What follows belongs to an exercise in optimizing a design on an open flow for small area, a short achievable clock period and few clock cycles per item; a production flow would make more cautious choices.
Function was checked by simulation only, so behaviour that the tests miss may differ from the original.
Power and IR drop assume default switching activity.

trial 43:
## lzw_dec
module lzw_dec (
    input  wire       clk,
    input  wire       rst,
    input  wire       in_valid,
    output wire       in_ready,
    input  wire [7:0] in_data,
    input  wire       in_last,
    output wire       out_valid,
    input  wire       out_ready,
    output wire [7:0] out_data,
    output wire       done,
    output wire       err
);
clock: 10.0 ns
lec_check: 0
cap_margin: 20
core_margin: 2
core_utilization: 60
place_density: 0.7
setup_slack_margin: 5
slew_margin: 20
run.sh (not shown) runs the stock make flow with config.mk's settings and CLKGATE_MAP_FILE= SYNTH_SCRIPT=/design/flow/synth_recipe.tcl, a recipe that flattens the netlist after the stock synthesis.
Testbench counts of trial 43, summed over its fixed seeds: cycles 90,843, items 85,491.
The following lists how build 85 was set up differently from trial 43:
# trial 43
export LEC_CHECK = 0
export CAP_MARGIN = 20
export CORE_MARGIN = 2
export CORE_UTILIZATION = 60
export PLACE_DENSITY = 0.7
export SETUP_SLACK_MARGIN = 5
export SLEW_MARGIN = 20
create_clock -name core_clock -period 10.0 [get_ports {clk}]
# build 85
export LEC_CHECK = 0
export CAP_MARGIN = 20
export CORE_MARGIN = 2
export CORE_UTILIZATION = 40
export SETUP_SLACK_MARGIN = 5
export SLEW_MARGIN = 20
create_clock -name core_clock -period 10.0 [get_ports {clk}]
Findings:
- Build 85 — met2 track utilization from global routing 15 points lower, trial 43 as reference
- Trial 43 → build 85: wire length on met3 shrank by 13%; design area grew by 2300 sq um.
- Die area went up by more than a quarter going from trial 43 to build 85.
- The total track usage in build 85 was lower than what trial 43 gave.
- Taking trial 43 as the reference, in build 85 number of buffers and inverters on the critical path has decreased, total area of multi-input combinational cells has increased, cell leakage power has increased, setup fix buffers added after clock tree synthesis has decreased.
- Relative to trial 43, the number of cells in the design after placement of build 85 is higher by 16%.
- Wire length in build 85 vs trial 43: up 3.3%


lzw_dec, a different RTL version from the one above (not shown whole).
Size: ~5,000 cells after synthesis, roughly 25 I/O pins, ~0.10 mm² of cells after synthesis.
// lzw_dec
module lzw_dec (
    input  wire       clk,
    input  wire       rst,
    input  wire       in_valid,
    output wire       in_ready,
    input  wire [7:0] in_data,
    input  wire       in_last,
    output wire       out_valid,
    input  wire       out_ready,
    output wire [7:0] out_data,
    output wire       done,
    output wire       err
);
==> flow/config.mk <==
export PLATFORM = sky130hd
export DESIGN_NAME = lzw_dec
export DESIGN_NICKNAME = lzw_dec
export VERILOG_FILES = /design/flow/design.v
export SDC_FILE = /design/flow/constraint.sdc
export NUM_CORES = 4
export LEC_CHECK = 0
export CAP_MARGIN = 20
export CORE_MARGIN = 2
export CORE_UTILIZATION = 40
export SLEW_MARGIN = 20
==> flow/constraint.sdc <==
create_clock -name core_clock -period 10.0 [get_ports {clk}]
set_input_delay 2.0000 -clock core_clock [delete_from_list [all_inputs] [get_ports {clk}]]
set_output_delay 2.0000 -clock core_clock [all_outputs]
set_load 0.01 [all_outputs]
standard.sh (not shown) runs the stock make flow with config.mk's settings and CLKGATE_MAP_FILE= SYNTH_SCRIPT=/design/flow/synth_recipe.tcl, a recipe that flattens the netlist after the stock synthesis.
==> flow/flow/run.sh <==
#!/bin/bash
set -euo pipefail
export SETUP_SLACK_MARGIN=7
bash standard.sh > orfs_layout.log 2>&1
Testbench counts at the start, summed over its fixed seeds: cycles 90,843, items 85,491.
Edit:
==> flow/run.sh (new file) <==
#!/bin/bash
# synth_recipe.tcl (not shown) runs the flow's synth.tcl, then flattens the netlist and writes it again
# the make line also repeats each setting of config.mk as NAME=value (left out here)
make -C /OpenROAD-flow-scripts/flow DESIGN_CONFIG=/design/flow/config.mk WORK_HOME=/design/flow/orfs CLKGATE_MAP_FILE= SYNTH_SCRIPT=/design/flow/synth_recipe.tcl finish
SETUP_SLACK_MARGIN = 5   (was default)
removed: flow/flow/run.sh
removed: flow/standard.sh
Outcome: Via count falls by a few percent. Die area stays the same. Cell area falls by a little under a tenth. Sequential power stays flat. Global-route usage came out lower by 2.1 points.


== lane 2 ==
lzw_dec again, from the RTL that the note above started with.
export LEC_CHECK = 0
export CAP_MARGIN = 20
export CORE_MARGIN = 2
export CORE_UTILIZATION = 40
export SLEW_MARGIN = 20
create_clock -name core_clock -period 10.0 [get_ports {clk}]
==> flow/flow/run.sh <==
#!/bin/bash
set -euo pipefail
export SETUP_SLACK_MARGIN=6.3
bash standard.sh > orfs_layout.log 2>&1
Testbench counts of lane 2, summed over its fixed seeds: cycles 90,843, items 85,491.
#### Input delta (lane 3 over lane 2)
==> flow/flow/run.sh <==
#!/bin/bash
set -euo pipefail
export SETUP_SLACK_MARGIN=6.6
bash standard.sh > orfs_layout.log 2>&1
[summary]
Routability-driven placement congestion ratio is higher on lane 3
In the reports for lane 2 and lane 3, the smaller clock-buffer cell count belongs to lane 3.
Looking at minimum setup slack in the final design across lane 2 and lane 3, the one that comes out lower is lane 2.
Looking at standard cell with the maximum stage delay on the critical path, the sky130_fd_sc_hd__o41ai_4 result is from lane 2; the sky130_fd_sc_hd__mux4_2 one comes from lane 3.

[static timing again, ports no longer ideal]
The results above use ideal ports. As a check the final layouts listed here were re-extracted and re-timed, cells and wires unchanged. Step 1 assumes that a clkbuf_16 drives the clock port and a buf_2 every other input. Step 2, shift: input delay + t, output delay - t, t = (earliest + latest rising clock arrival at the registers) / 2. This alone moves slack from input paths to output paths. a / b / c = no drivers / after step 1 / after step 2; a / b = the first two.
| run | t, ns | setup WS [ns] | latest minus earliest clock arrival (ns) | worst register clock-pin slew, ns | cell pins on the clock port's net |
|---|---|---|---|---|---|
| trial 43 | 0.937 | 4.980 / 4.980 / 4.980 | 0.076 / 0.076 | 0.07 / 0.07 | 1 |
| build 85 | 0.991 | 5.229 / 5.229 / 5.229 | 0.087 / 0.087 | 0.07 / 0.07 | 1 |
| the first run of note 2 | 0.994 | 6.369 / 6.326 / 5.976 | 0.093 / 0.093 | 0.07 / 0.07 | 1 |
| the second run of note 2 | 0.992 | 5.131 / 5.131 / 5.131 | 0.073 / 0.073 | 0.07 / 0.07 | 1 |
| lane 2 | 0.995 | 6.281 / 6.279 / 5.601 | 0.084 / 0.084 | 0.06 / 0.06 | 1 |
| lane 3 | 0.976 | 6.387 / 6.344 / 5.842 | 0.075 / 0.074 | 0.07 / 0.07 | 1 |
After both steps every run listed still meets setup and hold. For lane 2, which loses most, drivers alone change the setup slack by -0.002 ns; drivers and shift together by -0.680 ns.
